What follows belongs to an exercise in optimizing a design on an open flow for small area, a short achievable clock period and few clock cycles per item; a production flow would make more cautious choices.

== oak ==
Design xu_aes, start of the top module:
module xu_aes (
    input  wire         clk,
    input  wire         rst,         
    input  wire         in_valid,
    output wire         in_ready,
    input  wire         in_key256,   
    input  wire [255:0] in_key,
    input  wire [127:0] in_block,
    output reg          out_valid,
    output wire [127:0] out_data
);
  function [7:0] xtime;
    input [7:0] b;
    xtime = {b[6:0], 1'b0} ^ (b[7] ? 8'h1b : 8'h00);
  endfunction
  localparam NC = 1;
  reg [NC-1:0] q_act;      
  reg [NC-1:0] q_k256;
  reg  [3:0]  q_rnd;       
  reg  [7:0]  q_rcon;
  reg         q_rot;       
  reg [127:0] q_state;
  reg [127:0] q_ka;        
  reg [127:0] q_kb;        
  reg         p_act;
  reg [NC-1:0] p_k256;
  reg  [3:0]  p_rnd;       
  reg [NC-1:0] p_last;     
  reg [NC-1:0] p_cont;     
  reg  [7:0]  p_rcon;
  reg         p_rot;
  reg [287:0] p_m;         
  reg  [71:0] p_km;        
  reg [127:0] p_ka;
  reg [127:0] p_kb;
  reg [127:0] r_out;       
  assign out_data = r_out;
  genvar gi;
  wire order_ok = !q_act[0] || !q_k256[0] || (q_rnd >= 4'd4);
  reg  r_ready;
  assign in_ready = r_ready;
  ...
Size in the first run: ~6200 cells after synthesis, about 1200 flip-flops, ~520 I/O pins, about 0.059 mm2 of cells after synthesis.
clock: 10.0 ns
lec_check: 0
abc_clock_period_in_ps: 5000
cap_margin: 20
core_margin: 2
core_utilization: 50
cts_buf_list: sky130_fd_sc_hd__clkbuf_8
cts_cluster_size: 20
place_density: 0.6
setup_slack_margin: 5
slew_margin: 20
standard.sh (not shown) runs the stock make flow with config.mk's settings and CLKGATE_MAP_FILE= SYNTH_SCRIPT=/design/flow/synth_recipe.tcl, a recipe that flattens the netlist after the stock synthesis.
==> flow/flow/run.sh <==
#!/bin/bash
set -euo pipefail
W=$(pwd)
SETUP_MARGIN=6.5
cat > "$W/my_synth.tcl" <<EOT
proc abc {args} {
  set i [lsearch -exact \$args -script]
  if {\$i >= 0} { set args [lreplace \$args \$i [expr {\$i + 1}] -script $W/flow/abc_nf.script] }
  puts "abc with flow/abc_nf.script: \$args"
  yosys abc {*}\$args
}
source $W/synth_recipe.tcl
EOT
bash standard.sh SYNTH_SCRIPT="$W/my_synth.tcl" \
  BUFFER_PORTS_ARGS="-buffer_cell sky130_fd_sc_hd__buf_1" \
  SETUP_SLACK_MARGIN="$SETUP_MARGIN" finish > "$W/standard.log" 2>&1
==> flow/flow/abc_nf.script <==
strash
&get -n
&fraig -x
&put
scorr
dc2
dretime
strash
&get -n
&dch -f
&nf -R 10
&put
buffer -c
topo
stime -c
upsize -c
dnsize -c
Changes in pine relative to oak:
Settings: CTS_BUF_LIST: sky130_fd_sc_hd__clkbuf_8 -> unset; CTS_CLUSTER_SIZE: 20 -> unset.
diff --git a/flow/flow/run.sh b/flow/flow/run.sh
--- a/flow/flow/run.sh
+++ b/flow/flow/run.sh
@@ -2,5 +2,5 @@
 set -euo pipefail
 W=$(pwd)
-SETUP_MARGIN=6.5
+SETUP_MARGIN=6.8
 cat > "$W/my_synth.tcl" <<EOT
 proc abc {args} {
Findings:
- From oak to pine the numbers moved as follows: number of global-route vias before repair shows an increase of 936; final cell count +156; global-route track usage on met2 went up 2.4 points.
- When pine is measured against oak, its utilization turns out 5.8 points higher.
- The higher final worst-path cycle share of pine and oak is in oak.
- Run comparison: pine slowest cell on the critical path sky130_fd_sc_hd__dfxtp_4; oak slowest cell on the critical path sky130_fd_sc_hd__xnor2_1
Modified inputs, birch compared to pine
diff --git a/flow/flow/run.sh b/flow/flow/run.sh
--- a/flow/flow/run.sh
+++ b/flow/flow/run.sh
@@ -2,5 +2,5 @@
 set -euo pipefail
 W=$(pwd)
-SETUP_MARGIN=6.8
+SETUP_MARGIN=6.5
 cat > "$W/my_synth.tcl" <<EOT
 proc abc {args} {
## What came out
- The capture point of the worst path comes out q_state[84]$_DFF_P_ in one run and out_data[120] in the other, namely in birch and pine respectively.
- Looking at worst reg2reg path depth, birch sits 3 below pine.
- Changes observed in birch relative to pine: number of cells in the design after placement stayed essentially flat, final estimated routing congestion in global placement fell by 3.6%.
- birch against pine: slack of the worst reg-to-reg path decreased by 0.33 ns relative to the old numbers, clock skew closely matched the old numbers, maximum frequency decreased by about 6% relative to the old numbers, count of clock-buffer cells in the layout decreased by about 15% relative to the old numbers.
The following lists how maple was set up differently from birch:
diff --git a/flow/flow/run.sh b/flow/flow/run.sh
--- a/flow/flow/run.sh
+++ b/flow/flow/run.sh
@@ -2,5 +2,5 @@
 set -euo pipefail
 W=$(pwd)
-SETUP_MARGIN=6.5
+SETUP_MARGIN=6.2
 cat > "$W/my_synth.tcl" <<EOT
 proc abc {args} {
- maple vs birch: final worst setup slack down
- Relative to birch, period utilization has increased by 2.1 points in maple.
- Looking at final period demand of the worst path, maple sits 0.21 ns higher than birch does.
- Diff birch -> maple: routed wire length went down; total routing resource utilization after global routing did not really move; final-layout worst hold slack went up.
Function was not checked in any run of this note: the RTL went through the layout flow alone.

[re-timing with driven ports]
In the flow no input, the clock included, has a driving cell. The finished layouts below were timed again as built, in two steps. Step 1 (the two cells are an assumption about what drives the block):
set clk [get_ports {clk}]
set_driving_cell -lib_cell sky130_fd_sc_hd__clkbuf_16 $clk
set_driving_cell -lib_cell sky130_fd_sc_hd__buf_2 [delete_from_list [all_inputs] $clk]
Step 2 adds t to the input delays and takes it off the output delays; t is the mean of the earliest and latest rising clock arrival at the registers after step 1. Input paths then give back, and output paths get back, about the clock's delay inside the block. Three values: no drivers, after step 1, after step 2; two values: the first two.
run | t, ns | slack for setup (ns) | clock arrival spread, ns | worst slew at a driven data input, ns | cell pins on the clock port's net
oak | 0.968 | 6.395 / 6.395 / 6.300 | 0.042 / 0.042 | 0.16 | 1
pine | 0.824 | 6.677 / 6.598 / 6.327 | 0.034 / 0.033 | 0.08 | 1
birch | 0.805 | 6.469 / 6.469 / 6.297 | 0.031 / 0.031 | 0.17 | 1
maple | 0.804 | 6.255 / 6.255 / 6.255 | 0.026 / 0.025 | 0.17 | 1
After both steps every run listed still meets setup and hold. The setup slack of pine, which loses most, moves by -0.079 ns with the drivers and by -0.350 ns with both steps.
